This design comes from an exercise in tuning for small area, a short achievable clock period and few clock cycles per item on the open sky130 flow, not from production work. Only simulation tests tie the RTL to the original design; equivalence was not proved.

Setup of red:
// fe_divsqrt
module fe_divsqrt (
    input  wire        clk,
    input  wire        rst,       
    input  wire        start,
    input  wire        op,        
    input  wire [47:0] a,
    input  wire [47:0] b,
    input  wire [4:0]  ra,
    input  wire [4:0]  rb,
    output wire        ready,
    output reg         done,
    output wire [47:0] y,
    output wire [4:0]  ry,
    output reg         divz,
    output reg         sqneg,
    output reg         sat,
    output reg         rerr
);
Settings: LEC_CHECK=0, CAP_MARGIN=20, CORE_MARGIN=2, CORE_UTILIZATION=40, PLACE_DENSITY=0.6, SETUP_SLACK_MARGIN=5, SLEW_MARGIN=20; clock period 10.5 ns.
standard.sh (not shown) runs the stock make flow with config.mk's settings and CLKGATE_MAP_FILE= SYNTH_SCRIPT=/design/flow/synth_recipe.tcl, a recipe that flattens the netlist after the stock synthesis.
==> flow/flow/run.sh <==
#!/bin/bash
set -euo pipefail
bash standard.sh SETUP_SLACK_MARGIN=6.75 finish > flow_make.log 2>&1
Testbench counts of red, summed over its fixed seeds: cycles 95,212, items 3,200.
#### Input delta (blue over red)
# red
export LEC_CHECK = 0
export CAP_MARGIN = 20
export CORE_MARGIN = 2
export CORE_UTILIZATION = 40
export PLACE_DENSITY = 0.6
export SETUP_SLACK_MARGIN = 5
export SLEW_MARGIN = 20
create_clock -name core_clock -period 10.5 [get_ports {clk}]
# blue
export LEC_CHECK = 0
export CAP_MARGIN = 20
export CORE_MARGIN = 2
export CORE_UTILIZATION = 40
export CTS_BUF_LIST = sky130_fd_sc_hd__clkbuf_8 sky130_fd_sc_hd__clkbuf_16
export PLACE_DENSITY = 0.6
export SETUP_SLACK_MARGIN = 5
export SLEW_MARGIN = 20
create_clock -name core_clock -period 10.5 [get_ports {clk}]
==> flow/flow/run.sh <==
#!/bin/bash
set -euo pipefail
bash standard.sh SETUP_SLACK_MARGIN=6.5 finish > flow_make.log 2>&1
[summary]
Via count of the first global-routing pass, blue and red, higher one = red.
The lower half-perimeter wire length after placement came out of red.
On blue: maximum frequency from static timing analysis is 3.5 MHz lower than what red gave.
NOTE: post-route fraction of the period consumed by the critical path in blue exceeds that of red
Compared blue against red; initial core utilization within noise.
Looking only at signed area change from the synthesized netlist to the final layout, and setting everything else aside, the lower value of blue and red goes to blue.
The final reports for blue and red show setup slack at placement higher in the former.
Status: multi-input combinational cell count parity (blue, red)
Setup changes, blue to green
# blue
export LEC_CHECK = 0
export CAP_MARGIN = 20
export CORE_MARGIN = 2
export CORE_UTILIZATION = 40
export CTS_BUF_LIST = sky130_fd_sc_hd__clkbuf_8 sky130_fd_sc_hd__clkbuf_16
export PLACE_DENSITY = 0.6
export SETUP_SLACK_MARGIN = 5
export SLEW_MARGIN = 20
create_clock -name core_clock -period 10.5 [get_ports {clk}]
# green
export LEC_CHECK = 0
export ABC_AREA = 1
export CAP_MARGIN = 20
export CORE_MARGIN = 2
export CORE_UTILIZATION = 40
export PLACE_DENSITY = 0.6
export SETUP_SLACK_MARGIN = 5
export SLEW_MARGIN = 20
create_clock -name core_clock -period 10.5 [get_ports {clk}]
Findings:
Worst path setup slack after routing on green is behind blue. Clock latency of the later-clocked register in the worst-skew pair across green and blue: no real change. Looking at wire length per cell after detailed routing, green sits 8.6% below blue. green ended up with sky130_fd_sc_hd__edfxtp_1 as its slowest library cell on the worst path; blue ended up with sky130_fd_sc_hd__clkdlybuf4s50_1. Higher critical path depth was reported by green, not blue.
Input-level comparison between orange and green:
# green
export LEC_CHECK = 0
export ABC_AREA = 1
export CAP_MARGIN = 20
export CORE_MARGIN = 2
export CORE_UTILIZATION = 40
export PLACE_DENSITY = 0.6
export SETUP_SLACK_MARGIN = 5
export SLEW_MARGIN = 20
create_clock -name core_clock -period 10.5 [get_ports {clk}]
# orange
export LEC_CHECK = 0
export CAP_MARGIN = 20
export CORE_MARGIN = 2
export CORE_UTILIZATION = 40
export PLACE_DENSITY = 0.6
export SETUP_SLACK_MARGIN = 5
export SLEW_MARGIN = 20
create_clock -name core_clock -period 10.5 [get_ports {clk}]
==> flow/flow/run.sh <==
#!/bin/bash
set -euo pipefail
bash standard.sh SETUP_SLACK_MARGIN=6 finish > flow_make.log 2>&1
[summary]
Adder-cell area share of the yosys netlist: orange vs green up 0.49 points. On via count of the first global-routing pass: orange sits below green. [compare] base=green new=orange: met3 routing resource usage after global routing rose by 1.1 points; global-route wire length before repair fell by about 10%; die area fell by 1900 um2; synthesized area fell by 4.2%.
Input-level comparison between purple and orange:
# orange
export LEC_CHECK = 0
export CAP_MARGIN = 20
export CORE_MARGIN = 2
export CORE_UTILIZATION = 40
export PLACE_DENSITY = 0.6
export SETUP_SLACK_MARGIN = 5
export SLEW_MARGIN = 20
create_clock -name core_clock -period 10.5 [get_ports {clk}]
# purple
export LEC_CHECK = 0
export CAP_MARGIN = 20
export CORE_MARGIN = 2
export CORE_UTILIZATION = 30
export PLACE_DENSITY = 0.5
export SETUP_SLACK_MARGIN = 5
export SLEW_MARGIN = 20
create_clock -name core_clock -period 10.5 [get_ports {clk}]
==> flow/flow/run.sh <==
#!/bin/bash
set -euo pipefail
bash standard.sh SETUP_SLACK_MARGIN=6.5 finish > flow_make.log 2>&1
## What came out
- Having completed the whole flow, purple delivered a layout that passed the timing, design-rule and antenna checks.
- Compared with orange, in purple number of vias per cell -7.8%; global-route wire length before repair +about 8%; design area +about 3%.
- On worst slack after detailed placement, the higher figure sits with purple, not orange.
- orange -> purple: maximum root-to-sink buffer count flat
- Summary of purple over orange: area occupied by multi-input gates moved up, die area moved up, count of clock buffers in the final design moved up, via count level, average routed wire per standard cell moved down.

Starting RTL as in the previous note.
==> flow/config.mk <==
export PLATFORM = sky130hd
export DESIGN_NAME = fe_divsqrt
export DESIGN_NICKNAME = fe_divsqrt
export VERILOG_FILES = /design/flow/design.v
export SDC_FILE = /design/flow/constraint.sdc
export NUM_CORES = 4
export LEC_CHECK = 0
export CAP_MARGIN = 20
export CORE_MARGIN = 2
export CORE_UTILIZATION = 40
export GPL_TIMING_DRIVEN = 1
export PLACE_DENSITY = 0.6
export SETUP_SLACK_MARGIN = 5
export SLEW_MARGIN = 20
==> flow/constraint.sdc <==
create_clock -name core_clock -period 10.5 [get_ports {clk}]
set_input_delay 2.1000 -clock core_clock [delete_from_list [all_inputs] [get_ports {clk}]]
set_output_delay 2.1000 -clock core_clock [all_outputs]
set_load 0.01 [all_outputs]
==> flow/flow/run.sh <==
#!/bin/bash
set -euo pipefail
bash standard.sh SETUP_SLACK_MARGIN=6.5 finish > flow_make.log 2>&1
The baseline finished clean.
Testbench counts at the start, summed over its fixed seeds: cycles 95,212, items 3,200.
Edit:
Settings changed: CTS_CLUSTER_DIAMETER set to 150, CTS_CLUSTER_SIZE set to 40, GPL_TIMING_DRIVEN 1 to not set.
The changed run went through all stages and came out clean.
Count of clock-buffer cells in the layout does not change.
Die area is unchanged.
Clock skew stays the same.
Cell area stays the same.
Via count is unchanged.
Edit:
Settings changed: CORE_UTILIZATION 40 to 50, CTS_CLUSTER_DIAMETER 150 to not set, CTS_CLUSTER_SIZE 40 to not set, PLACE_DENSITY 0.6 to 0.65.
Cell area is lower by 0.82%.
Non-clock buffer count is lower by 4.
Global-route usage is higher by 7.0 points.
Setup slack gets worse by 0.092 ns.
Wire length is higher by 0.63%.
Maximum frequency is lower by 2.2%.
Edit:
Settings changed: CORE_UTILIZATION 50 to 40, CTS_BUF_LIST set to sky130_fd_sc_hd__clkbuf_8, PLACE_DENSITY 0.65 to 0.6.
Result: The new run produced a clean layout. Core utilization shrinks by 12 points. Cell count is higher by about 4%. Synthesized area stays the same. Global-route usage is lower by 6.6 points.

fe_divsqrt, a different RTL version from the one above (not shown whole).
For scale: ~2200 cells after synthesis, about 200 flip-flops, roughly 18000 um^2 of cells after synthesis.
Settings: LEC_CHECK=0, CAP_MARGIN=20, CORE_MARGIN=2, CORE_UTILIZATION=40, PLACE_DENSITY=0.6, SETUP_SLACK_MARGIN=5, SLEW_MARGIN=20; clock period 10.5 ns.
==> flow/flow/run.sh <==
#!/bin/bash
set -euo pipefail
bash standard.sh SETUP_SLACK_MARGIN=8 finish > flow_make.log 2>&1
The first run ran to the end with violations: max-capacitance violations, max-slew violations.
Testbench counts at the start, summed over its fixed seeds: cycles 95,016, items 3,200.
==> next run, changes <==
==> flow/flow/run.sh (replaced) <==
#!/bin/bash
set -euo pipefail
bash standard.sh SETUP_SLACK_MARGIN=7 finish > flow_make.log 2>&1
After rerunning: This time the run passed the timing, design-rule and antenna checks; via count came out lower by 5.6%; maximum frequency came out lower by 1.1%; worst setup slack is worse by 0.043 ns; routed wire length came out lower by 6.8%; die area does not change; core utilization came out lower by 5.9 points; count of clock-buffer cells in the layout came out lower by 1.
==> next run, changes <==
==> flow/run.sh (new file) <==
#!/bin/bash
# synth_recipe.tcl (not shown) runs the flow's synth.tcl, then flattens the netlist and writes it again
# the make line also repeats each setting of config.mk as NAME=value (left out here)
make -C /OpenROAD-flow-scripts/flow DESIGN_CONFIG=/design/flow/config.mk WORK_HOME=/design/flow/orfs CLKGATE_MAP_FILE= SYNTH_SCRIPT=/design/flow/synth_recipe.tcl finish
removed: flow/flow/run.sh
removed: flow/standard.sh
Non-clock buffer count drops by 108.
Sequential share of layout area rose by 2.9 points.
Setup slack is worse by 1.3 ns.
Via count decreases by 8.4%.
Routed wire length decreases by 16%.
Synthesized cell count does not change.
Core utilization fell by 6.8 points.

The RTL this note starts from:
==> flow/design.v <==
module fe_csa31 (
    input  wire [4:0] x,
    input  wire [4:0] y,
    input  wire [4:0] z,
    output wire [4:0] s,
    output wire [4:0] c
);
    wire [4:0] m = (x & y) | (x & z) | (y & z);
    assign s = x ^ y ^ z;
    assign c = {m[3:0], m[4]};
endmodule
module fe_res31 (
    input  wire [47:0] x,
    input  wire [4:0]  k,
    output wire [4:0]  s,
    output wire [4:0]  c
);
    wire [4:0] o9 = {2'b00, ~x[47], x[46], x[45]};
    wire [4:0] s1, c1, s2, c2, s3, c3, s4, c4, s5, c5;
    wire [4:0] s6, c6, s7, c7, s8, c8, s9, c9;
    fe_csa31 u1 (x[4:0],   x[9:5],   x[14:10], s1, c1);
    fe_csa31 u2 (x[19:15], x[24:20], x[29:25], s2, c2);
    fe_csa31 u3 (x[34:30], x[39:35], x[44:40], s3, c3);
    fe_csa31 u4 (o9,       k,        s1,       s4, c4);
    fe_csa31 u5 (c1,       s2,       c2,       s5, c5);
    fe_csa31 u6 (s3,       c3,       s4,       s6, c6);
    fe_csa31 u7 (c4,       s5,       c5,       s7, c7);
    fe_csa31 u8 (s6,       c6,       s7,       s8, c8);
    fe_csa31 u9 (c7,       s8,       c8,       s9, c9);
    assign s = s9;
    assign c = c9;
endmodule
module fe_divsqrt (
    input  wire        clk,
    input  wire        rst,       
    input  wire        start,
    input  wire        op,        
    input  wire [47:0] a,
    input  wire [47:0] b,
    input  wire [4:0]  ra,
    input  wire [4:0]  rb,
    output wire        ready,
    output reg         done,
    output wire [47:0] y,
    output wire [4:0]  ry,
    output reg         divz,
    output reg         sqneg,
    output reg         sat,
    output reg         rerr
);
    function [4:0] k_sub;
        input [4:0] r;
        begin
            k_sub = (r <= 5'd27) ? (5'd27 - r) : (5'd27 + 5'd31 - r);
        end
    endfunction
    function [4:0] k_add;
        input [4:0] r;
        begin
            k_add = (r <= 5'd2) ? (r + 5'd28) : (r - 5'd3);
        end
    endfunction
    localparam [1:0] S_IDLE = 2'd0, S_PREP = 2'd1, S_RUN = 2'd2, S_FIX = 2'd3;
    reg  [1:0]  st;
    reg  [1:0]  ph;            
    reg         op_r;
    reg         a_neg;
    reg         q_neg;
    reg         cin;
    reg  [4:0]  ka, kb;        
    reg  [4:0]  rs, rc;        
    reg         tsel;          
    reg  [6:0]  cnt;           
    reg         lead;          
    reg         ovf;           
    reg         f47;           
    reg         nzlow;         
    reg  [4:0]  acc;           
    reg         ysel_q;        
    reg         ysel_d;        
    reg         ycv;           
    reg         ycv47;         
    reg  [46:0] R;             
    reg  [47:0] Q, D;
    assign ready = (st == S_IDLE);
    wire   idle  = (st == S_IDLE);
    wire   run   = (st == S_RUN);
    wire [47:0] C = {R[0], Q[47:1]};
    reg  [47:0] pre;
    integer k, l;
    always @(*) begin
        pre = C;
        for (l = 0; l < 6; l = l + 1)
            for (k = 0; k < 48; k = k + 1)
                if ((k >> l) & 1)
                    pre[k] = pre[k] | pre[((k >> l) << l) - 1];
    end
    wire [47:0] negC = C ^ {pre[46:0], 1'b0};
    wire [47:0] X  = {R[46:0], Q[47]};
    wire [48:0] Zs = {1'b0, X} + {1'b0, D} + {48'd0, cin};
    wire        ok = Zs[48];             
    wire [47:0] Z  = Zs[47:0];
    wire [47:0] V = ~D;                  
    reg  [48:0] G;                       
    integer j;
    always @(*) begin
        G[48] = 1'b0;
        for (j = 47; j >= 0; j = j - 1)
            G[j] = G[j+1] | V[j];
    end
    wire [55:0] Xs = {1'b0, R, Q[47:40]};
    wire        div_skip = ~|(Xs & ~{8'd0, G[48:1]});
    wire        sq_skip  = lead && !R[0] && (Q[47:41] == 7'd0);
    wire        skip     = (cnt >= 7'd9) && !ovf && (op_r ? sq_skip : div_skip);
    wire [6:0]  pos      = cnt - 7'd1;   
    wire        last     = op_r ? (cnt == 7'd2) : (cnt == 7'd1);
    wire        sqf      = op_r || last;    
    wire        hi_ok    = !op_r && ok && (pos >= 7'd48);
    wire        p47_ok   = !op_r && ok && (pos == 7'd47);
    wire [4:0]  ts, tc;
    fe_res31 u_res (.x(tsel ? C : D), .k(tsel ? ka : kb), .s(ts), .c(tc));
    wire        rs0 = (rs == 5'd0) || (rs == 5'd31);
    wire        rc0 = (rc == 5'd0) || (rc == 5'd31);
    wire        rz  = (rc == ~rs) || (rs0 && rc0);
    wire [4:0]  acc2     = {acc[3:0], acc[4]};
    wire [4:0]  acc2p    = (acc2 == 5'd30) ? 5'd0 : acc2 + 5'd1;
    wire [4:0]  acc_n    = ok ? acc2p : acc2;
    assign y[47]    = ycv47 | (ysel_q & C[47]);
    assign y[46:36] = {11{ycv}} | ({11{ysel_q}} & C[46:36]);
    assign y[35:0]  = {36{ycv}} | ({36{ysel_q}} & C[35:0]) | ({36{ysel_d}} & ~D[37:2]);
    assign ry = acc;
    wire        hold     = op_r && a_neg;   
    wire        end_ovf  = ovf || hi_ok || (p47_ok && !q_neg);
    always @(posedge clk) begin
        rs   <= ts;
        rc   <= tc;
        tsel <= idle;
        if (rst) begin
            st   <= S_IDLE;
            done <= 1'b0;
        end else begin
            done <= 1'b0;
            case (st)
            S_IDLE: begin
                op_r   <= op;
                a_neg  <= a[47];
                q_neg  <= a[47] ^ b[47];
                cin    <= op | ~b[47];
                ka     <= k_sub(ra);
                kb     <= b[47] ? k_sub(rb) : k_add(rb);
                rerr   <= (ra == 5'd31) || (!op && rb == 5'd31);
                divz   <= !op && (b == 48'd0);
                sqneg  <= op && a[47];
                sat    <= 1'b0;
                cnt    <= op ? 7'd72 : 7'd71;
                ph     <= 2'd0;
                lead   <= 1'b1;
                ovf    <= !op && (b == 48'd0);
                f47    <= 1'b0;
                nzlow  <= 1'b0;
                acc    <= 5'd0;
                ysel_q <= !op;
                ysel_d <= op;
                ycv    <= 1'b0;
                ycv47  <= 1'b0;
                if (start)
                    st <= (!op && a[47]) ? S_PREP : S_RUN;
            end
            S_PREP: begin
                ph <= 2'd1;
                st <= S_RUN;
            end
            S_RUN: begin
                if (ph != 2'd3) ph <= ph + 2'd1;
                if (ph == 2'd1 && !rz) rerr <= 1'b1;
                if (ph == 2'd2 && !op_r && !rz) rerr <= 1'b1;
                if (hold) begin
                    if (ph == 2'd1) begin
                        st   <= S_IDLE;
                        done <= 1'b1;
                    end
                end else if (end_ovf && !op_r && ph[1]) begin
                    st     <= S_IDLE;
                    done   <= 1'b1;
                    sat    <= !divz;
                    acc    <= q_neg ? 5'd27 : 5'd3;
                    ysel_q <= 1'b0;
                    ycv    <= !q_neg;
                    ycv47  <= q_neg;
                end else if (skip) begin
                    cnt <= cnt - 7'd8;
                    acc <= {acc[1:0], acc[4:2]};    
                end else begin
                    cnt <= cnt - (op_r ? 7'd2 : 7'd1);
                    acc <= acc_n;
                    if (ok) lead <= 1'b0;
                    if (hi_ok) ovf <= 1'b1;
                    if (p47_ok) f47 <= 1'b1;
                    if (!op_r && ok && pos < 7'd47) nzlow <= 1'b1;
                    if (last) begin
                        if (!op_r && q_neg) begin
                            st <= S_FIX;
                        end else begin
                            st   <= S_IDLE;
                            done <= 1'b1;
                        end
                    end
                end
            end
            S_FIX: begin
                st    <= S_IDLE;
                done  <= 1'b1;
                if (f47 && nzlow) begin
                    sat    <= 1'b1;
                    acc    <= 5'd27;
                    ysel_q <= 1'b0;
                    ycv47  <= 1'b1;
                end else begin
                    acc    <= (acc == 5'd0) ? 5'd0 : ~acc;
                end
            end
            endcase
        end
    end
    wire        take_z = run && ok && !skip;
    wire [46:0] r_z    = sqf ? {Z[45:0], Q[46]} : Z[46:0];
    wire [46:0] r_x    = idle ? {46'd0, a[47]} :
                         !run ? {46'd0, negC[47]} :
                         skip ? Xs[46:0] :
                         sqf  ? {X[45:0], Q[46]} : X[46:0];
    always @(posedge clk) begin
        R <= take_z ? r_z : r_x;
        if (idle)
            Q <= {a[46:0], 1'b0};
        else if (!run)
            Q <= {negC[46:0], 1'b0};
        else if (skip)
            Q <= {Q[39:0], 8'd0};
        else if (sqf)
            Q <= {Q[45:0], ok & !op_r, 1'b0};
        else
            Q <= {Q[46:0], ok};
        if (idle)
            D <= op ? 48'hFFFF_FFFF_FFFE : (b ^ {48{~b[47]}});
        else if (run && op_r && !a_neg && !skip)
            D <= {D[46:2], ~ok, 2'b10};
    end
endmodule
==> flow/config.mk <==
export PLATFORM = sky130hd
export DESIGN_NAME = fe_divsqrt
export DESIGN_NICKNAME = fe_divsqrt
export VERILOG_FILES = /design/flow/design.v
export SDC_FILE = /design/flow/constraint.sdc
export NUM_CORES = 4
export LEC_CHECK = 0
export CAP_MARGIN = 20
export CORE_MARGIN = 2
export CORE_UTILIZATION = 40
export PLACE_DENSITY = 0.6
export SETUP_SLACK_MARGIN = 5
export SLEW_MARGIN = 20
==> flow/constraint.sdc <==
create_clock -name core_clock -period 10.5 [get_ports {clk}]
set_input_delay 2.1000 -clock core_clock [delete_from_list [all_inputs] [get_ports {clk}]]
set_output_delay 2.1000 -clock core_clock [all_outputs]
set_load 0.01 [all_outputs]
==> flow/flow/run.sh <==
#!/bin/bash
set -euo pipefail
bash standard.sh SETUP_SLACK_MARGIN=7.5 finish > flow_make.log 2>&1
The first run finished clean.
Testbench counts at the start, summed over its fixed seeds: cycles 95,016, items 3,200.
==> next run, changes <==
==> flow/flow/run.sh (replaced) <==
#!/bin/bash
set -euo pipefail
bash standard.sh SETUP_SLACK_MARGIN=7 finish > flow_make.log 2>&1
Result:
- The new run passed the timing, design-rule and antenna checks
- fmax grows by about 3%
- design area shrinks by about 11%
- flip-flop and latch count stays the same
- cell count shrinks by 5.4%
- critical path depth shrinks by 1

[what the ideal ports hide]
No port has a modelled driver above. Below, the same layouts with a new extraction and two added sets of constraints.
Step 1 assumes that a clkbuf_16 drives the clock port and a buf_2 every other input.
Step 2 times the ports against the registers' clock, not the clock port: input delays grow and output delays shrink by t, the midpoint of the rising clock arrivals with the driver on.
a / b / c = ideal / step 1 / step 2; a / b = the first two.
run | t (ns) | setup WS [ns] | latest minus earliest clock arrival (ns)
red | 0.537 | 6.507 / 6.451 / 6.313 | 0.019 / 0.018
blue | 0.526 | 6.452 / 6.388 / 6.266 | 0.016 / 0.017
green | 0.534 | 6.412 / 6.360 / 6.233 | 0.012 / 0.013
orange | 0.530 | 6.113 / 6.053 / 5.854 | 0.015 / 0.015
purple | 0.532 | 6.416 / 6.357 / 6.291 | 0.015 / 0.015
the first run of note 2 | 0.526 | 6.452 / 6.388 / 6.266 | 0.016 / 0.017
the second run of note 2 | 0.526 | 6.452 / 6.388 / 6.266 | 0.016 / 0.017
the third run of note 2 | 0.524 | 6.360 / 6.302 / 6.282 | 0.020 / 0.020
the fourth run of note 2 | 0.562 | 6.477 / 6.423 / 6.212 | 0.021 / 0.020
the first run of note 3 | 0.532 | 6.548 / 6.489 / 6.598 | 0.011 / 0.011
the second run of note 3 | 0.532 | 6.506 / 6.450 / 6.425 | 0.019 / 0.019
the third run of note 3 | 0.532 | 5.241 / 5.241 / 5.241 | 0.017 / 0.017
the first run of note 4 | 0.534 | 6.499 / 6.441 / 6.649 | 0.028 / 0.027
the second run of note 4 | 0.513 | 6.620 / 6.564 / 6.529 | 0.012 / 0.012
For the fourth run of note 2, which loses most, drivers alone change the setup slack by -0.054 ns; drivers and shift together by -0.265 ns.
